Context: an optimization exercise on an open-source flow, tuned for small area, a short achievable clock period and few clock cycles. The choices shown serve that exercise and are no tape-out recipe.
In this exercise RTL edits were held to simulation tests only and were not proved equivalent to the original.
Power is estimated from default activity; no workload was simulated.

==> flow/design.v, too long to show whole: its modules and the start of the top module <==
// module mac_agen: 118 lines
// module mac_add: 26 lines
// module mac_form_o: 39 lines
// module mac_rsb: 13 lines
// module mac_seq_tile: 443 lines
// module mac_mul: 1270 lines
module mac_seq_tile (
    input  wire        clk,
    input  wire        rst,
    input  wire        start,
    input  wire        a_signed,
    input  wire        b_signed,
    input  wire [30:0] ag0_cfg,
    input  wire [30:0] ag1_cfg,
    output wire        busy,
    output reg         done,
    output wire [5:0]  i_addr,
    input  wire [31:0] i_rdata,
    output wire [7:0]  x_addr,
    output wire        x_we,
    output wire [15:0] x_wdata,
    input  wire [15:0] x_rdata,
    output wire [7:0]  y_addr,
    output wire        y_we,
    output wire [15:0] y_wdata,
    input  wire [15:0] y_rdata,
    output reg  [39:0] acc,
    output reg  [15:0] out,
    output reg  [3:0]  bx,
    output reg         ovf,
    output reg         fault,
    output reg  [1:0]  fault_code,
    output reg  [5:0]  pc
);
  // ...
==> flow/flow/run.sh <==
#!/bin/bash
# The standard layout (the standard flow's synthesis, floorplan, placement, CTS and routing),
# with these changes to how the layout is made:
#  - repair_timing is asked for 14 ns more setup slack than the clock period
#    needs, so that the tools size the critical paths for speed;
#  - the port buffers are buf_2 cells (the standard flow picks clkdlybuf4s50_1,
#    a delay cell). Every input and output port still gets its buffer;
#  - clock tree synthesis adds no dummy load cells at the clock tree's leaves
#    and clusters up to 24 flip-flops per leaf buffer.
# The design, its synthesis, clock and constraints are the standard flow's; each run's
# output goes to its own log.
set -euo pipefail
bash standard.sh synth > synth.log 2>&1
bash standard.sh SETUP_SLACK_MARGIN=14 TNS_END_PERCENT=20 \
    "BUFFER_PORTS_ARGS=-buffer_cell sky130_fd_sc_hd__buf_2" \
    "CTS_ARGS=-sink_clustering_enable -repair_clock_nets -dont_use_dummy_load -sink_clustering_size 24" \
    finish > layout.log 2>&1
==> flow/standard.sh <==
#!/bin/bash
# synth_recipe.tcl (not shown) runs the flow's synth.tcl, then flattens the netlist and writes it again
# the make line also repeats each setting of config.mk as NAME=value (left out here)
make -C /OpenROAD-flow-scripts/flow DESIGN_CONFIG=/design/flow/config.mk WORK_HOME=/design/flow/orfs CLKGATE_MAP_FILE= SYNTH_SCRIPT=/design/flow/synth_recipe.tcl "${@:-finish}"
==> flow/config.mk <==
export PLATFORM = sky130hd
export DESIGN_NAME = mac_seq_tile
export DESIGN_NICKNAME = mac_seq_tile
export VERILOG_FILES = /design/flow/design.v
export SDC_FILE = /design/flow/constraint.sdc
export NUM_CORES = 4
export LEC_CHECK = 0
export CAP_MARGIN = 20
export CORE_MARGIN = 2
export CORE_UTILIZATION = 40
export SLEW_MARGIN = 20
==> flow/constraint.sdc <==
create_clock -name core_clock -period 20.0 [get_ports {clk}]
set_input_delay 4.0000 -clock core_clock [delete_from_list [all_inputs] [get_ports {clk}]]
set_output_delay 4.0000 -clock core_clock [all_outputs]
set_load 0.01 [all_outputs]
==> PnR_summary.wiki, run 1 <==
{| class="wikitable"
! Metric !! Value
|-
| Antenna diode instance count || 8
|-
| Wire length on met1 || 61.2 mm
|-
| Power after layout || 4.85 mW
|-
| Starting DRT DRC Count || 3,357
|-
| Sequential fraction of total cell area || 0.251
|-
| Largest power group || combinational cells
|-
| Clock transition time at the flip-flop clock pins of the worst setup and hold paths || 0.06 ns
|-
| DRC violation count after routing || 0
|-
| Sum of met3 wire segment lengths after detailed routing || 12.4 mm
|-
| Number of hold violations in the final report || 0
|-
| Filler cell count || 10.7k
|-
| Number of enable flip-flop cells after synthesis || 48
|-
| Run status || timing/DRC/antenna clean
|-
| Number of multi-input combinational cells || 3,694
|-
| Peak supply drop || 0.000121 V
|-
| Number of sequential storage elements || 609
|-
| Synthesized-area fraction occupied by xor and xnor cells || 0.0452
|-
| Top-count cell post-synth || dfxtp_1
|-
| Number of top-level pins || 259
|-
| Number of clock buffers inserted by TritonCTS || 68
|-
| Final Max Tran Viols || 0
|-
| Max-slew headroom at the worst pin || 0.309
|-
| Min cycle time layout || 6.13 ns
|-
| Share of the clock period used by the worst path || 0.306
|-
| DR top layer || met5
|-
| Final cell count without fillers || 6,791
|-
| Most frequent cells in the layout || 542 x nand2_1, 512 x dfxtp_1, 456 x inv_1
|-
| Clock Power Share || 0.222
|-
| Placer Congestion || 0.915
|}
Testbench counts, summed over its fixed seeds: cycles 36,613.
==> inputs of run 2 (changes only) <==
--- a/flow/flow/run.sh
+++ b/flow/flow/run.sh
@@ -8,3 +8,3 @@
 #  - clock tree synthesis adds no dummy load cells at the clock tree's leaves
-#    and clusters up to 24 flip-flops per leaf buffer.
+#    and builds the tree from clkbuf_8 cells.
 # The design, its synthesis, clock and constraints are the standard flow's; each run's
@@ -15,3 +15,3 @@
     "BUFFER_PORTS_ARGS=-buffer_cell sky130_fd_sc_hd__buf_2" \
-    "CTS_ARGS=-sink_clustering_enable -repair_clock_nets -dont_use_dummy_load -sink_clustering_size 24" \
+    "CTS_ARGS=-sink_clustering_enable -repair_clock_nets -dont_use_dummy_load -buf_list sky130_fd_sc_hd__clkbuf_8" \
     finish > layout.log 2>&1
==> PnR_summary.wiki, run 2 <==
{| class="wikitable"
! Metric !! Value
|-
| Min cycle time layout || 6.12 ns (-0.0101 ns)
|-
| Maximum level of the CTS H-tree || 3
|-
| Share of synthesized area occupied by flip-flops and latches || 0.283
|-
| Synthesized-area fraction occupied by xor and xnor cells || 0.0452 (unchanged)
|-
| Crit path launch || e_a[4]$_SDFF_PP0_
|-
| Number of antenna violations at the first check in global routing || 25
|-
| Clock transition time at the flip-flop clock pins of the worst setup and hold paths || 0.06 ns (about the same)
|-
| CTS tree || done
|-
| Core box area || 111,000 um^2
|-
| Max-cap viol count || 0
|-
| Maximum clock insertion buffer count || 3
|-
| Area share of the leading cell type in the synthesized netlist || 0.251
|-
| Starting DRT DRC Count || 3,209 (-4.4%)
|-
| Switching pwr || 1.77 mW
|-
| Number of flip-flops in the largest register || 40
|-
| Most common cell after layout, fill and taps aside || nand2_1
|-
| Final nets || 5,947
|-
| Combinational share of power || 0.481
|-
| Reg2Reg Depth || 25
|-
| Launching point of the worst reg2reg path || e_a[4]$_SDFF_PP0_
|-
| Most frequent cells in the layout || 548 x nand2_1, 512 x dfxtp_1, 465 x inv_1
|-
| Full die area || 115,000 um^2
|-
| Distinct cells, synth || 109
|-
| Measured slew at the worst slew-check pin || 1.04 ns
|-
| Area growth from synthesis to layout || 12.8%
|-
| Slowest cell on the critical path || fa_1
|-
| Standard-cell rows || 122
|-
| Cell type contributing the most total cell area after synthesis || dfxtp_1
|-
| DRC violation count after routing || 0 (unchanged)
|-
| Hold path startpoint || d_xskip$_DFF_P_
|-
| Data required time of the critical path || 20.59 ns
|-
| Port Buffer Count || 256
|-
| Largest register by flop count || acc
|-
| Largest net degree at the start of global routing || 178
|-
| Number of clock buffers inserted by TritonCTS || 100 (+47%)
|-
| Worst Hold Class || reg -> reg
|-
| Share of the clock period used by the worst path || 0.306 (-0.000505)
|-
| Combinational family with the most area after synthesis || adder cells
|-
| Number of enable flip-flop cells after synthesis || 48 (unchanged)
|-
| Data arrival time at the worst-slack endpoint || 6.71 ns
|-
| Synth Area in Compound Gates || 0.149
|-
| Number of clock sinks || 609
|-
| Critical path endpoint category || flop
|-
| Switching power share of the total || 0.389
|-
| Most repeated library cell on the critical path || fa_1
|-
| Overall die width || 338 um
|-
| Final Max Tran Viols || 0 (unchanged)
|-
| Vias/cell || 5.53
|-
| Sum Neg Setup Slack || 0 ns
|-
| Wire length after detailed routing || 144 mm
|-
| Number of hold violations in the final report || 0 (unchanged)
|-
| Final non-filler cell area || 50,500 um^2
|-
| Post-cts hold buffer count || 0
|-
| Routed wire length per instance || 21.2 um
|-
| Critical path endpoint || ov_n$_SDFF_PP0_
|-
| Fraction of layout cells with a size suffix above 1 || 0.167
|-
| Number of global-route vias before repair || 36.5k
|-
| Critical path launch point type || flop
|-
| Pwr Density || 90.0 nW/um^2
|-
| Share of synthesized area spent on multiplexers || 0.0939
|-
| Slack of the worst reg-to-reg path || 13.88 ns
|-
| Effective utilization at floorplan || 0.404
|-
| Commonest cells in the netlist || 561 x dfxtp_1, 551 x nand2_1, 476 x inv_1
|-
| Flop pwr share || 0.319
|-
| Detailed Place HPWL || 105 mm
|-
| FFs w/ async S/R, synth || 0
|-
| Vias after detailed routing || 37.6k
|-
| Most used flip-flop cell after synthesis || dfxtp_1
|-
| Post-Synthesis Cell Area || 44,700 um^2
|-
| Maximum net fanout on the critical path || 5
|-
| Mapped Avg Cell Area || 8.81 um^2
|-
| Worst clock skew || 0.113 ns
|-
| Total routing usage reported by global routing || 0.246
|-
| Grt ovf || 0
|-
| Adder-cell share of the synthesized area || 0.189
|-
| Cell internal power dissipation || 2.78 mW
|-
| Run status || timing/DRC/antenna clean
|-
| Worst Path Class, Setup || reg -> reg
|-
| Top Registers || acc (40), hold (19)
|-
| Top achievable clock speed || 163 MHz
|-
| TritonRoute pass-1 iters || 6
|-
| Unrepaired setup endpoints after global routing || yes
|-
| Max-slew headroom at the worst pin || 0.304 (-0.00502)
|-
| End of the worst register-to-register path || ov_n$_SDFF_PP0_
|-
| Top-count cell post-synth || dfxtp_1
|-
| Delay of the slowest cell on the worst path || 0.53 ns
|-
| Finish-stage setup viols || 0
|-
| Placer Congestion || 0.915 (unchanged)
|-
| Synthesized-area fraction occupied by and/or/nand/nor cells || 0.171
|-
| Die Height || 338 um
|-
| Static power due to leakage || 21.3 nW
|-
| Number of top-level pins || 259 (unchanged)
|-
| Top post-synthesis cells by area || dfxtp_1 25%, fa_1 13%, ha_1 6.2%, nand2_1 4.6%, a21oi_1 4.6%
|-
| Syn_nets || 5,712
|-
| Peak supply drop || 0.000154 V (+28%)
|-
| Number of standard cells after synthesis || 5,078
|-
| Register bit count reported by yosys || 609
|-
| Clock network latency to the later pin of the worst-skew pair || 0.74 ns
|-
| Clock Power Share || 0.200 (-0.022)
|-
| Cell at the root of the clock tree || clkbuf_8
|-
| Ys Warns || 7
|-
| Placement Cell Area || 47,300 um^2
|-
| Remaining number of nets flagged by the antenna check after routing || 0
|-
| Wire length of the first global-routing pass || 221 mm
|}
-- run 2: changes by cell type in the layout (fill, tap and decap cells not counted), moves of 9 or more --
| cell | previous run | this run |
|---|---|---|
| inv_1 | 456 | 465 |
| inv_2 | 21 | 12 |
| clkbuf_16 | 68 | 0 |
| buf_4 | 154 | 143 |
| clkbuf_8 | 0 | 100 |
-- run 2: cell families after synthesis --
kind of cell | after synthesis
buffers and inverters | 776
XOR/XNOR | 229
AO/OA/AOI/OAI | 1050
adder cells (fa/ha/maj) | 507
multiplexers | 325
AND/OR/NAND/NOR | 1582
flip-flops | 609
-- run 2: worst min-delay path by stage --
stage	cells past startpoint	slack (ns)	endpoint
2_1_floorplan	0	0.31	e_bxclr$_DFF_P_
5_1_grt	0	0.33	r_mac$_DFF_P_
3_3_place_gp	0	0.31	e_p[2]$_DFF_P_
4_1_cts	0	0.32	e_bxclr$_DFF_P_
3_5_place_dp	0	0.31	e_bxclr$_DFF_P_
6_report	0	0.32	r_xskip$_DFF_P_
-- run 2: metal layers --
layer,GRT usage,share of wire,wire length (um)
met1,0.330,0.43,61400
met2,0.396,0.45,65400
met3,0.0527,0.085,12300
met4,0.0771,0.034,4880
met5,0,0.0010,144
-- run 2: worst max-delay path, delay by kind of cell, from the launching register on --
kind                       cells  cell delay (ns)
adders and majority gates      7             2.98
DFF                            1             0.39
AOI/OAI and AO/OA              9             1.59
xor gates and xnor gates       1             0.12
and+or+nand+nor                2             0.51
buffers and inverters          6             0.41
-- run 2: metrics by stage --
step / utilization / worst slack, ns / cells / power (mW) / hold WS, ns
after global routing: 0.455 / 13.69 / 6803 / 4.85 / 0.329
after detailed placement: 0.427 / 12.70 / 6584 / 3.32 / 0.312
after CTS: 0.452 / 13.90 / 6776 / 4.45 / 0.325
after global placement: 0.426 / 12.79 / 6583 / 3.30 / 0.310
final: 0.456 / 13.88 / 6805 / 4.55 / 0.324
after floorplan: - / 13.92 / 5078 / 2.85 / 0.310
-- run 2: timing repair --
item | in CTS | in global routing
cloned | 2 | 0
pin swaps | 37 | 18
setup buffers | 90 | 23
gates resized for setup | 163 | 69
setup endpoints to repair | 52 | 64
-- run 2: layout make-up --
cell class | count | area [um^2]
fillers | 10811 | 60300
multi-input cells | 3693 | 29700
flip-flops and latches | 609 | 12800
repair buffers | 425 | 2870
well taps | 1488 | 1860
inverters | 484 | 1830
clock buffers | 100 | 1380
diodes | 6 | 15.0
-- run 2: power groups by stage --
stage | registers (mW) | clock network, mW | logic (mW)
3_5_place_dp | 1.49 | 0 | 1.83
6_report | 1.45 | 0.908 | 2.19
4_1_cts | 1.45 | 0.926 | 2.07
3_3_place_gp | 1.49 | 0 | 1.82
2_1_floorplan | 1.43 | 0 | 1.42
5_1_grt | 1.46 | 0.975 | 2.41
==> inputs of run 3 (changes only) <==
--- a/flow/flow/run.sh
+++ b/flow/flow/run.sh
@@ -8,3 +8,3 @@
 #  - clock tree synthesis adds no dummy load cells at the clock tree's leaves
-#    and builds the tree from clkbuf_8 cells.
+#    and builds the tree from clkbuf_4 cells.
 # The design, its synthesis, clock and constraints are the standard flow's; each run's
@@ -15,3 +15,3 @@
     "BUFFER_PORTS_ARGS=-buffer_cell sky130_fd_sc_hd__buf_2" \
-    "CTS_ARGS=-sink_clustering_enable -repair_clock_nets -dont_use_dummy_load -buf_list sky130_fd_sc_hd__clkbuf_8" \
+    "CTS_ARGS=-sink_clustering_enable -repair_clock_nets -dont_use_dummy_load -buf_list sky130_fd_sc_hd__clkbuf_4" \
     finish > layout.log 2>&1
==> PnR_summary.wiki, run 3 <==
{| class="wikitable"
! Metric !! Value
|-
| Max-slew headroom at the worst pin || 0.304 (+0.000526)
|-
| Buffers plus inverters on the worst setup path || 1 (-5)
|-
| Detailed Place HPWL || 105 mm (unchanged)
|-
| Number of flip-flops in the largest register || 40 (unchanged)
|-
| Switching power share of the total || 0.397 (+0.00872)
|-
| Finish-stage setup viols || 0 (unchanged)
|-
| Pwr Density || 87.8 nW/um^2 (-2.4%)
|-
| Reg2Reg Depth || 25 (unchanged)
|-
| Effective utilization at floorplan || 0.404 (unchanged)
|-
| Most frequent cells in the layout || 547 x nand2_1, 512 x dfxtp_1, 464 x inv_1
|-
| Family with the most delay on the worst path || flip-flops
|-
| Data arrival time at the worst-slack endpoint || 2.16 ns (-4.55 ns)
|-
| Setup slack at placement || 12.70 ns (unchanged)
|-
| Min cycle time layout || 6.16 ns (+0.0394 ns)
|-
| Critical path launch point type || flop
|-
| Sum Neg Setup Slack || 0 ns (unchanged)
|-
| CTS tree || done
|-
| Number of antenna violations at the first check in global routing || 30 (+20%)
|-
| Final-layout worst hold slack || 0.306 ns (-0.0187 ns)
|-
| Top post-synthesis cells by area || dfxtp_1 25%, fa_1 13%, ha_1 6.2%, nand2_1 4.6%, a21oi_1 4.6%
|-
| TritonRoute pass-1 iters || 6 (unchanged)
|-
| Maximum net fanout on the critical path || 13 (+8)
|-
| Full die area || 115,000 um^2 (unchanged)
|-
| Number of top-level pins || 259 (unchanged)
|-
| Vias/cell || 5.53 (about the same)
|-
| Sequence of cells on the critical path || buf_2
|-
| Static power due to leakage || 21.2 nW (-0.59%)
|-
| Core box area || 111,000 um^2 (unchanged)
|-
| Fraction of layout cells with a size suffix above 1 || 0.170 (+0.00337)
|-
| Switching pwr || 1.75 mW (-1.2%)
|-
| Placer Congestion || 0.915 (unchanged)
|-
| Overall die width || 338 um (unchanged)
|-
| Measured slew at the worst slew-check pin || 1.04 ns (-0.000787 ns)
|-
| Ys Warns || 7 (unchanged)
|-
| Largest register by flop count || acc
|-
| Worst Path Class, Setup || reg -> out
|-
| Number of enable flip-flop cells after synthesis || 48 (unchanged)
|-
| Setup slack of the critical path after layout || 13.84 ns (-0.0394 ns)
|-
| Total routing usage reported by global routing || 0.246 (-0.000372)
|-
| Slowest cell on the critical path || dfxtp_1
|-
| Port Buffer Count || 256 (unchanged)
|-
| Critical path endpoint category || output pin
|-
| Most common cell after layout, fill and taps aside || nand2_1
|-
| Placement Cell Area || 47,300 um^2 (unchanged)
|-
| Top-count cell post-synth || dfxtp_1
|-
| FFs w/ async S/R, synth || 0 (unchanged)
|-
| Worst Hold Class || reg -> reg
|-
| Post-Synthesis Cell Area || 44,700 um^2 (unchanged)
|-
| Grt ovf || 0 (unchanged)
|-
| Mapped Avg Cell Area || 8.81 um^2 (unchanged)
|-
| Vias after detailed routing || 37.9k (+0.67%)
|-
| Post-layout util || 0.451 (-0.00439)
|-
| Maximum level of the CTS H-tree || 4 (+1)
|-
| Share of the clock period used by the worst path || 0.308 (+0.00197)
|-
| Delay of the slowest cell on the worst path || 0.93 ns (+0.40 ns)
|-
| Area share of the leading cell type in the synthesized netlist || 0.251 (unchanged)
|-
| Distinct cells, synth || 109 (unchanged)
|-
| Routed wire length per instance || 21.0 um (-0.86%)
|-
| Number of global-route vias before repair || 36.7k (+0.57%)
|-
| Cell at the root of the clock tree || clkbuf_4
|-
| Depth of the worst hold-timing path || 0 (unchanged)
|-
| Maximum clock insertion buffer count || 3 (unchanged)
|-
| Number of hold violations in the final report || 0 (unchanged)
|-
| Worst clock skew || 0.127 ns (+0.0139 ns)
|-
| Area growth from synthesis to layout || 11.7%
|-
| Wire length after detailed routing || 144 mm (-0.26%)
|-
| Final nets || 5,983 (+0.61%)
|-
| Cell internal power dissipation || 2.65 mW (-4.7%)
|-
| Starting DRT DRC Count || 3,170 (-1.2%)
|-
| Flop pwr share || 0.331 (+0.012)
|-
| Clock transition time at the flip-flop clock pins of the worst setup and hold paths || 0.06 ns (about the same)
|-
| DRC violation count after routing || 0 (unchanged)
|-
| Combinational share of power || 0.480 (about the same)
|-
| Top achievable clock speed || 162 MHz (-0.64%)
|-
| Remaining number of nets flagged by the antenna check after routing || 0 (unchanged)
|-
| Final Max Tran Viols || 0 (unchanged)
|-
| Commonest cells in the netlist || 561 x dfxtp_1, 551 x nand2_1, 476 x inv_1
|-
| Number of clock buffers inserted by TritonCTS || 159 (+59%)
|-
| Clock network latency to the later pin of the worst-skew pair || 1.00 ns (+0.26 ns)
|-
| Final non-filler cell area || 50,000 um^2 (-0.96%)
|-
| Clock Power Share || 0.189 (-0.011)
|-
| Max-cap viol count || 0 (unchanged)
|-
| Number of standard cells after synthesis || 5,078 (unchanged)
|-
| Most used flip-flop cell after synthesis || dfxtp_1
|-
| Wire length of the first global-routing pass || 220 mm (-0.37%)
|-
| Die Height || 338 um (unchanged)
|-
| Top Registers || acc (40), hold (19)
|-
| Syn_nets || 5,712 (unchanged)
|-
| Logic depth of the worst path, buffers included || 1 (-96%)
|-
| Register bit count reported by yosys || 609 (unchanged)
|-
| Cell type contributing the most total cell area after synthesis || dfxtp_1
|-
| Share of synthesized area occupied by flip-flops and latches || 0.283 (unchanged)
|-
| Peak supply drop || 0.000106 V (-31%)
|-
| Data required time of the critical path || 16.00 ns (-4.59 ns)
|-
| Largest net degree at the start of global routing || 178 (unchanged)
|-
| Number of clock sinks || 609 (unchanged)
|-
| Standard-cell rows || 122 (unchanged)
|-
| Unrepaired setup endpoints after global routing || yes
|-
| Run status || timing/DRC/antenna clean
|}
==> run 3: cell count changes in the layout (fill, tap and decap cells not counted), sizes merged <==
cell / before / now
clkbuf: 100 / 159
diode: 6 / 11
buf: 423 / 400
==> run 3: kinds of logic after synthesis <==
family | after synthesis | share of synthesized area
AND/OR/NAND/NOR | 1582 | 0.171
AO/OA/AOI/OAI | 1050 | 0.149
buffers and inverters | 776 | 0.0695
flip-flops | 609 | 0.283
adder cells (fa/ha/maj) | 507 | 0.189
multiplexers | 325 | 0.0939
XOR/XNOR | 229 | 0.0452
==> run 3: final cells by class <==
cell class	count	area, um^2
Antenna cell	11	27.5
Clock buffer	159	1190
Fill cell	10967	60800
Inverter	484	1820
Multi-Input combinational cell	3693	29600
Sequential cell	609	12800
Tap cell	1488	1860
Timing Repair Buffer	402	2650
==> run 3: timing repair <==
action | 4_1_cts | 5_1_grt
gates resized for setup | 125 | 86
setup endpoints to repair | 65 | 59
gates cloned | 2 | 0
pin swaps | 18 | 32
setup buffers | 36 | 54
hold buffers | 0 | 0
==> run 3: stage by stage <==
stage / total power, mW / instances
floorplan: 2.85 / 5078
global placement: 3.30 / 6583
detailed placement: 3.32 / 6584
CTS: 4.29 / 6781
global route: 4.72 / 6843
finish: 4.39 / 6846
==> run 3: power groups by stage <==
| stage | sequential (mW) | clock (mW) | combinational, mW |
|---|---|---|---|
| CTS | 1.46 | 0.857 | 1.97 |
| finish | 1.45 | 0.831 | 2.11 |
| global route | 1.46 | 0.914 | 2.34 |
| detailed placement | 1.49 | 0 | 1.83 |
| global placement | 1.49 | 0 | 1.82 |
| floorplan | 1.43 | 0 | 1.42 |
==> run 3: routing by layer <==
metal / vias up / track usage / wire length (um)
met4: 28 / 0.0815 / 4250
met3: 276 / 0.0564 / 12200
met2: 1446 / 0.391 / 65800
li1: 17818 / - / -
met1: 18296 / 0.329 / 61300
met5: - / 0 / 176
==> run 3: final timing paths <==
kind                                      startpoint         endpoint  slack, ns
worst min-delay path                  r_halt$_DFF_P_   e_halt$_DFF_P_       0.31
worst max register to register     e_a[9]$_SDFF_PP0_  ov_n$_SDFF_PP0_      13.91
worst min register to register        r_halt$_DFF_P_   e_halt$_DFF_P_       0.31
worst max-delay path            acc[21]$_SDFFE_PP0P_          acc[21]      13.84
==> inputs of run 4 (changes only) <==
--- a/flow/config.mk
+++ b/flow/config.mk
@@ -9,3 +9,3 @@
 export CORE_MARGIN = 2
-export CORE_UTILIZATION = 40
+export CORE_UTILIZATION = 48
 export SLEW_MARGIN = 20
==> PnR_summary.wiki, run 4 <==
{| class="wikitable"
! Metric !! Value
|-
| Run status || timing/DRC/antenna clean
|-
| Core box area || 92,100 um^2 (-17%)
|-
| Total routing usage reported by global routing || 0.298 (+0.0526)
|-
| Number of global-route vias before repair || 36.9k (+0.43%)
|-
| Wire length of the first global-routing pass || 218 mm (-0.80%)
|-
| Share of synthesized area occupied by flip-flops and latches || 0.283 (unchanged)
|-
| Depth of the worst hold-timing path || 0 (unchanged)
|-
| Critical path launch point type || primary input
|-
| Finish-stage setup viols || 0 (unchanged)
|-
| Top Registers || acc (40), hold (19)
|-
| Number of hold violations in the final report || 0 (unchanged)
|-
| Clock network latency to the later pin of the worst-skew pair || 1.03 ns (+0.03 ns)
|-
| Wire length after detailed routing || 144 mm (+0.18%)
|-
| Cell type contributing the most total cell area after synthesis || dfxtp_1
|-
| Logic depth of the worst path, buffers included || 10 (+9)
|-
| Critical path endpoint category || flop
|-
| Syn_nets || 5,712 (unchanged)
|-
| Number of clock buffers inserted by TritonCTS || 166 (+4.4%)
|-
| Peak supply drop || 0.000106 V (about the same)
|-
| Switching power share of the total || 0.396 (-0.00139)
|-
| Post-Synthesis Cell Area || 44,700 um^2 (unchanged)
|-
| Sequence of cells on the critical path || buf_2 > mux2i_2 > xor2_1 > a31o_2 > nor3b_2 > buf_4 > and2_1 > a211oi_1 > o31a_1 > a311o_1
|-
| Static power due to leakage || 21.3 nW (+0.75%)
|-
| Vias/cell || 5.72 (+3.4%)
|-
| Reg2Reg Depth || 25 (unchanged)
|-
| Area growth from synthesis to layout || 12.2%
|-
| Data arrival time at the worst-slack endpoint || 7.16 ns (+5.00 ns)
|-
| Final nets || 6,018 (+0.58%)
|-
| Worst Path Class, Setup || in -> reg
|-
| Power after layout || 4.59 mW (+4.5%)
|-
| Number of flip-flops in the largest register || 40 (unchanged)
|-
| Buffers plus inverters on the worst setup path || 2 (+1)
|-
| Commonest cells in the netlist || 561 x dfxtp_1, 551 x nand2_1, 476 x inv_1
|-
| Standard-cell rows || 111 (-9.0%)
|-
| Combinational share of power || 0.501 (+0.021)
|-
| Final-layout worst hold slack || 0.267 ns (-0.0389 ns)
|-
| Delay of the slowest cell on the worst path || 0.88 ns (-0.05 ns)
|-
| Share of the clock period used by the worst path || 0.313 (+0.00461)
|-
| Detailed Place HPWL || 103 mm (-1.1%)
|-
| Slack of the worst reg-to-reg path || 13.88 ns (-0.03 ns)
|-
| Number of top-level pins || 259 (unchanged)
|-
| Flop pwr share || 0.315 (-0.016)
|-
| Top post-synthesis cells by area || dfxtp_1 25%, fa_1 13%, ha_1 6.2%, nand2_1 4.6%, a21oi_1 4.6%
|-
| Cell at the root of the clock tree || clkbuf_4
|-
| Pwr Density || 91.5 nW/um^2 (+4.1%)
|-
| Effective utilization at floorplan || 0.486 (+0.0822)
|-
| Launching point of the worst reg2reg path || e_a[8]$_SDFF_PP0_
|-
| End of the worst register-to-register path || ov_n$_SDFF_PP0_
|-
| Cell internal power dissipation || 2.77 mW (+4.8%)
|-
| Ys Warns || 7 (unchanged)
|-
| Port Buffer Count || 256 (unchanged)
|-
| Hold path startpoint || u_ag1.acur[0]$_SDFF_PP0_
|-
| DRC violation count after routing || 0 (unchanged)
|-
| Post-layout util || 0.545 (+0.0939)
|-
| Family with the most delay on the worst path || simple AND/OR/NAND/NOR gates
|-
| Placer Congestion || 0.943 (+3.0%)
|-
| Max-slew headroom at the worst pin || 0.232 (-0.0724)
|-
| Data required time of the critical path || 20.91 ns (+4.91 ns)
|-
| FFs w/ async S/R, synth || 0 (unchanged)
|-
| Final non-filler cell area || 50,200 um^2 (+0.39%)
|-
| Maximum net fanout on the critical path || 30 (+17)
|-
| Fraction of layout cells with a size suffix above 1 || 0.181 (+0.0112)
|-
| Largest register by flop count || acc
|-
| Most frequent cells in the layout || 546 x nand2_1, 514 x dfxtp_1, 462 x inv_1
|-
| Final Max Tran Viols || 0 (unchanged)
|-
| Worst clock skew || 0.124 ns (-0.00294 ns)
|-
| Area share of the leading cell type in the synthesized netlist || 0.251 (unchanged)
|-
| Mapped Avg Cell Area || 8.81 um^2 (unchanged)
|-
| Clock transition time at the flip-flop clock pins of the worst setup and hold paths || 0.06 ns (about the same)
|-
| Unrepaired setup endpoints after global routing || yes
|-
| Maximum level of the CTS H-tree || 4 (unchanged)
|-
| Measured slew at the worst slew-check pin || 1.14 ns (+0.100 ns)
|-
| CTS tree || done
|-
| Full die area || 95,700 um^2 (-16%)
|-
| Top-count cell post-synth || dfxtp_1
|-
| Grt ovf || 0 (unchanged)
|-
| Die Height || 309 um (-8.6%)
|-
| Clock Power Share || 0.184 (-0.005)
|-
| Number of standard cells after synthesis || 5,078 (unchanged)
|-
| Max-cap viol count || 0 (unchanged)
|-
| Distinct cells, synth || 109 (unchanged)
|-
| Worst Hold End || r_ya[0]$_DFF_P_
|-
| Most common cell after layout, fill and taps aside || nand2_1
|-
| Most used flip-flop cell after synthesis || dfxtp_1
|-
| Number of enable flip-flop cells after synthesis || 48 (unchanged)
|-
| Post-cts hold buffer count || 0 (unchanged)
|-
| Largest net degree at the start of global routing || 158 (-11%)
|-
| Register bit count reported by yosys || 609 (unchanged)
|-
| Vias after detailed routing || 37.9k (+0.21%)
|-
| Starting DRT DRC Count || 3,209 (+1.2%)
|-
| TritonRoute pass-1 iters || 8 (+2)
|-
| Min cycle time layout || 6.25 ns (+0.0923 ns)
|-
| Remaining number of nets flagged by the antenna check after routing || 0 (unchanged)
|-
| Slowest cell on the critical path || and2_1
|-
| Number of clock sinks || 609 (unchanged)
|-
| Number of antenna violations at the first check in global routing || 19 (-37%)
|-
| Sum Neg Setup Slack || 0 ns (unchanged)
|-
| Routed wire length per instance || 21.7 um (+3.4%)
|-
| Filler cell count || 8,705 (-21%)
|-
| Overall die width || 309 um (-8.6%)
|-
| Top achievable clock speed || 160 MHz (-1.5%)
|-
| Worst Hold Class || reg -> reg
|-
| Placement Cell Area || 47,000 um^2 (-0.59%)
|-
| Maximum clock insertion buffer count || 3 (unchanged)
|-
| Switching pwr || 1.82 mW (+4.2%)
|}
## run 4: changes by cell type in the layout (fill, tap and decap cells not counted), moves of 3 or more
cell,change
a21oi_1,-3
mux2i_4,+3
buf_4,+23
clkbuf_4,+7
ha_4,+9
ha_2,+3
ha_1,-12
a21oi_2,+4
fa_1,-11
fa_2,+11
mux2i_2,-3
## run 4: worst reg2reg max path: stages (launching register included)
cell	delay (ns)
dfxtp_2	0.33
buf_12	0.14
and2_4	0.17
fa_2	0.53
inv_2	0.04
fa_2	0.36
fa_2	0.59
fa_2	0.20
inv_2	0.04
fa_1	0.49
inv_1	0.05
fa_1	0.50
inv_2	0.06
ha_4	0.24
ha_4	0.23
a21o_1	0.16
a21o_1	0.17
a21o_1	0.16
a21o_1	0.18
a21oi_2	0.22
a2bb2oi_2	0.20
a31oi_4	0.12
a211oi_2	0.27
xnor2_1	0.10
or3_1	0.32
a21oi_2	0.17
## run 4: layout make-up
class,instances,area (um^2),share of cell area
multi-input cells,3693,29800,0.594
diodes,10,25.0,0.000499
repair buffers,430,2890,0.0576
flip-flops and latches,609,12800,0.255
clock buffers,166,1250,0.0248
inverters,484,1820,0.0363
well taps,1243,1560,0.0310
## run 4: stage by stage
stage | setup slack (ns) | instances
after floorplan | 13.92 | 5078
after global placement | 12.58 | 6343
after detailed placement | 12.56 | 6344
after CTS | 13.76 | 6580
after global routing | 13.66 | 6630
final | 13.75 | 6635
## run 4: cells by family (layout without fill, tap and decap cells)
group                      count (synthesis)  in the layout  synth area share
adders and majority gates                507            507             0.189
xor gates and xnor gates                 229            229            0.0452
DFF                                      609            609             0.283
muxes                                    325            325            0.0939
and+or+nand+nor                         1582           1582             0.171
other                                      0             10                 0
AOI/OAI and AO/OA                       1050           1050             0.149
buffers and inverters                    776           1080            0.0695
## run 4: worst max-delay path by stage
stage | start | endpoint | slack, ns
finish | i_rdata[12] | fpc[0]$_SDFFE_PP0P_ | 13.75
global route | e_a[5]$_SDFF_PP0_ | ov_n$_SDFF_PP0_ | 13.66
CTS | acc[29]$_SDFFE_PP0P_ | acc[29] | 13.76
detailed placement | i_rdata[28] | xa_r[5]$_SDFF_PP0_ | 12.56
global placement | i_rdata[28] | xa_r[0]$_SDFF_PP0_ | 12.58
floorplan | i_rdata[30] | xa_r[0]$_SDFF_PP0_ | 13.92
## run 4: power groups by stage
stage / clock network (mW) / logic, mW / registers [mW]
final: 0.846 / 2.30 / 1.45
after global routing: 0.935 / 2.53 / 1.46
after CTS: 0.877 / 2.10 / 1.45
after detailed placement: 0 / 1.87 / 1.48
after global placement: 0 / 1.85 / 1.48
after floorplan: 0 / 1.42 / 1.43
## run 4: per-layer routing
layer  track usage  up-vias  wire length (um)
met4         0.128       18              5860
met2         0.492     1358             67800
li1              -    17897                 -
met1         0.377    18323             60000
met5             0        -               115
met3        0.0633      347             10200
## run 4: what timing repair did
action,CTS,global route
gates cloned,2,0
buffers inserted,68,44
gates resized for setup,163,87
pin swaps,36,62
setup endpoints to repair,75,72
==> inputs of run 5 (changes only) <==
--- a/flow/flow/run.sh
+++ b/flow/flow/run.sh
@@ -3,3 +3,3 @@
 # with these changes to how the layout is made:
-#  - repair_timing is asked for 14 ns more setup slack than the clock period
+#  - repair_timing is asked for 14.3 ns more setup slack than the clock period
 #    needs, so that the tools size the critical paths for speed;
@@ -13,3 +13,3 @@
 bash standard.sh synth > synth.log 2>&1
-bash standard.sh SETUP_SLACK_MARGIN=14 TNS_END_PERCENT=20 \
+bash standard.sh SETUP_SLACK_MARGIN=14.3 TNS_END_PERCENT=20 \
     "BUFFER_PORTS_ARGS=-buffer_cell sky130_fd_sc_hd__buf_2" \
--- a/flow/config.mk
+++ b/flow/config.mk
@@ -9,3 +9,3 @@
 export CORE_MARGIN = 2
-export CORE_UTILIZATION = 48
+export CORE_UTILIZATION = 40
 export SLEW_MARGIN = 20
==> PnR_summary.wiki, run 5 <==
{| class="wikitable"
! Metric !! Value
|-
| Run status || timing/DRC/antenna clean
|-
| Sum of met3 wire segment lengths after detailed routing || 12.6 mm (+24%)
|-
| Remaining number of nets flagged by the antenna check after routing || 0 (unchanged)
|-
| Ys Warns || 7 (unchanged)
|-
| Port Buffer Count || 256 (unchanged)
|-
| Area growth from synthesis to layout || 13.2%
|-
| Cell at the root of the clock tree || clkbuf_4
|-
| TritonRoute pass-1 iters || 6 (-2)
|-
| Number of standard cells after synthesis || 5,078 (unchanged)
|-
| Wire length after detailed routing || 145 mm (+0.48%)
|-
| Grt ovf || 0 (unchanged)
|-
| Static power due to leakage || 21.3 nW (about the same)
|-
| Share of synthesized area occupied by flip-flops and latches || 0.283 (unchanged)
|-
| Critical path launch point type || flop
|-
| Unrepaired setup endpoints after global routing || yes
|-
| Clock transition time at the flip-flop clock pins of the worst setup and hold paths || 0.07 ns (about the same)
|-
| Top post-synthesis cells by area || dfxtp_1 25%, fa_1 13%, ha_1 6.2%, nand2_1 4.6%, a21oi_1 4.6%
|-
| Full die area || 115,000 um^2 (+20%)
|-
| Distinct cells, synth || 109 (unchanged)
|-
| Top-count cell post-synth || dfxtp_1
|-
| Core box area || 111,000 um^2 (+20%)
|-
| Pwr Density || 92.1 nW/um^2 (+0.64%)
|-
| Max-cap viol count || 0 (unchanged)
|-
| Worst Path Class, Setup || reg -> reg
|-
| Detailed Place HPWL || 105 mm (+1.4%)
|-
| Placement Cell Area || 47,300 um^2 (+0.60%)
|-
| Final nets || 6,017 (-0.017%)
|-
| Largest net degree at the start of global routing || 165 (+4.4%)
|-
| Maximum net fanout on the critical path || 6 (-80%)
|-
| Register bit count reported by yosys || 609 (unchanged)
|-
| Post-layout util || 0.457 (-0.0881)
|-
| Min cycle time layout || 6.13 ns (-0.125 ns)
|-
| Standard-cell rows || 122 (+9.9%)
|-
| Fraction of layout cells with a size suffix above 1 || 0.188 (+0.00672)
|-
| Power after layout || 4.66 mW (+1.5%)
|-
| Final Max Tran Viols || 0 (unchanged)
|-
| Final-layout worst hold slack || 0.324 ns (+0.0573 ns)
|-
| Post-Synthesis Cell Area || 44,700 um^2 (unchanged)
|-
| Overall die width || 338 um (+9.4%)
|-
| Top achievable clock speed || 163 MHz (+2.0%)
|-
| Vias/cell || 5.53 (-3.3%)
|-
| Max-slew headroom at the worst pin || 0.285 (+0.0534)
|-
| Most frequent cells in the layout || 545 x nand2_1, 500 x dfxtp_1, 459 x inv_1
|-
| Routed wire length per instance || 21.0 um (-3.1%)
|-
| Number of global-route vias before repair || 37.0k (+0.32%)
|-
| Total routing usage reported by global routing || 0.247 (-0.0512)
|-
| Finish-stage setup viols || 0 (unchanged)
|-
| DRC violation count after routing || 0 (unchanged)
|-
| Placer Congestion || 0.944 (+0.12%)
|-
| Number of top-level pins || 259 (unchanged)
|-
| Sum Neg Setup Slack || 0 ns (unchanged)
|-
| Number of antenna violations at the first check in global routing || 28 (+9)
|-
| CTS tree || done
|-
| Starting DRT DRC Count || 3,104 (-3.3%)
|-
| Most used flip-flop cell after synthesis || dfxtp_1
|-
| Maximum level of the CTS H-tree || 4 (unchanged)
|-
| Number of clock buffers inserted by TritonCTS || 160 (-3.6%)
|-
| DR top layer || met5
|-
| Worst Hold Class || reg -> reg
|-
| Number of clock sinks || 609 (unchanged)
|-
| Largest register by flop count || acc
|-
| Effective utilization at floorplan || 0.404 (-0.0822)
|-
| FFs w/ async S/R, synth || 0 (unchanged)
|-
| Maximum clock insertion buffer count || 3 (unchanged)
|-
| Mapped Avg Cell Area || 8.81 um^2 (unchanged)
|-
| Wire length of the first global-routing pass || 221 mm (+1.1%)
|-
| Most common cell after layout, fill and taps aside || nand2_1
|-
| # placed instances || 6,585 (+3.8%)
|-
| Commonest cells in the netlist || 561 x dfxtp_1, 551 x nand2_1, 476 x inv_1
|-
| Syn_nets || 5,712 (unchanged)
|-
| Data required time of the critical path || 20.87 ns (-0.04 ns)
|-
| Area share of the leading cell type in the synthesized netlist || 0.251 (unchanged)
|-
| Met2 wire length || 65.9 mm (-2.8%)
|-
| Wire length on met1 || 61.0 mm (+1.8%)
|-
| Final non-filler cell area || 50,600 um^2 (+0.89%)
|-
| Worst clock skew || 0.133 ns (+0.00935 ns)
|-
| Top Registers || acc (40), hold (19)
|-
| Clock network latency to the later pin of the worst-skew pair || 1.02 ns (about the same)
|-
| Measured slew at the worst slew-check pin || 1.07 ns (-0.0717 ns)
|-
| Peak supply drop || 0.000166 V (+56%)
|-
| Setup slack of the critical path after layout || 13.87 ns (+0.125 ns)
|-
| Number of enable flip-flop cells after synthesis || 48 (unchanged)
|-
| Share of the clock period used by the worst path || 0.306 (-0.00627)
|-
| Cell type contributing the most total cell area after synthesis || dfxtp_1
|-
| Final cell count without fillers || 6,880 (+3.7%)
|-
| Data arrival time at the worst-slack endpoint || 7.00 ns (-0.16 ns)
|-
| Critical path endpoint category || flop
|-
| Setup slack at placement || 12.70 ns (+0.145 ns)
|-
| Number of flip-flops in the largest register || 40 (unchanged)
|-
| Die Height || 338 um (+9.4%)
|-
| Number of hold violations in the final report || 0 (unchanged)
|-
| Vias after detailed routing || 38.1k (+0.29%)
|-
| Post-cts hold buffer count || 0 (unchanged)
|}
## run 5: path summary, 6_finish.rpt
kind | start | endpoint | slack [ns] | cells past startpoint
min | d_clr$_DFF_P_ | r_clr$_DFF_P_ | 0.32 | 0
min reg2reg | d_clr$_DFF_P_ | r_clr$_DFF_P_ | 0.32 | 0
max reg2reg | e_b[11]$_DFF_P_ | ov_n$_SDFF_PP0_ | 13.87 | 27
max | e_b[11]$_DFF_P_ | ov_n$_SDFF_PP0_ | 13.87 | 27
## run 5: cell families (layout without fill, tap and decap cells)
logic type,Yosys count,count (layout),share of synthesized area
compound gates,1050,1050,0.149
mux,325,325,0.0939
buf+inv,776,1078,0.0695
fa+ha+maj,507,507,0.189
simple gates,1582,1583,0.171
xor+xnor,229,229,0.0452
other cells,0,11,0
flops,609,609,0.283
## run 5: where the power goes
group | leakage, nW | total [mW] | internal (mW) | switching, mW
Sequential | 5.18 | 1.45 | 1.35 | 0.103
Combinational | 15.4 | 2.38 | 1.12 | 1.26
Clock | 0.736 | 0.828 | 0.361 | 0.466
Total | 21.3 | 4.66 | 2.83 | 1.83
## run 5: routing by layer
layer / vias up / global-route usage
met2: 1484 / 0.392
met1: 18331 / 0.321
met4: 26 / 0.0929
met5: - / 0
li1: 17913 / -
met3: 300 / 0.0658
## run 5: repair_timing
item                                    CTS  global route
gates cloned                              2             2
endpoints found under the setup margin  110           116
hold endpoints to repair                  0             0
setup buffers                            83            37
pin swaps                                54            40
resized for setup                       224            73
## run 5: critical path, cell delays in order, from the launching register on
cell       delay [ns]
dfxtp_4          0.39
buf_12           0.14
and2_4           0.13
fa_2             0.35
fa_1             0.50
inv_2            0.04
fa_2             0.57
fa_2             0.21
inv_2            0.03
fa_1             0.46
inv_1            0.05
fa_1             0.51
inv_2            0.05
ha_4             0.24
ha_4             0.24
a21o_1           0.16
a21o_1           0.15
a21o_1           0.15
a21o_1           0.20
a21oi_4          0.20
a2bb2oi_2        0.19
a31oi_4          0.12
a211oi_2         0.28
xnor2_1          0.18
buf_4            0.15
buf_6            0.09
o21ai_2          0.05
a21oi_2          0.14
## run 5: cell type report
cell class	instances	area (um^2)
timing repair buffer	434	2920
sequential	609	12800
clock buffer	160	1200
fill	10959	60200
antenna	11	27.5
multi-input combinational	3694	30000
tap	1488	1860
inverter	484	1820

==> port drivers added, routing unchanged <==
The results above use ideal ports. As a check the final layouts listed here were re-extracted and re-timed, cells and wires unchanged.
Step 1 (the two cells are an assumption about what drives the block):
set clk [get_ports {clk}]
set_driving_cell -lib_cell sky130_fd_sc_hd__clkbuf_16 $clk
set_driving_cell -lib_cell sky130_fd_sc_hd__buf_2 [delete_from_list [all_inputs] $clk]
Step 2 also shifts input and output timing later by t, the mid clock arrival at the registers, as if the neighbouring blocks saw the same clock.
Three values: ideal, step 1, step 2; two values: the first two.
run	shift t [ns]	slack for setup (ns)	worst data-port slew with drivers (ns)	pins driven straight from the clock port
run 1	0.651	13.870 / 13.897 / 13.245	0.16	1
run 2	0.744	13.880 / 13.880 / 13.142	0.18	1
run 3	1.001	13.841 / 13.779 / 12.880	0.16	1
run 4	1.037	13.749 / 13.758 / 12.745	0.11	1
run 5	1.013	13.874 / 13.874 / 13.129	0.18	1
After both steps setup and hold are still met in every run listed. The setup slack of run 4, which loses most, moves by +0.009 ns with the drivers and by -1.004 ns with both steps.
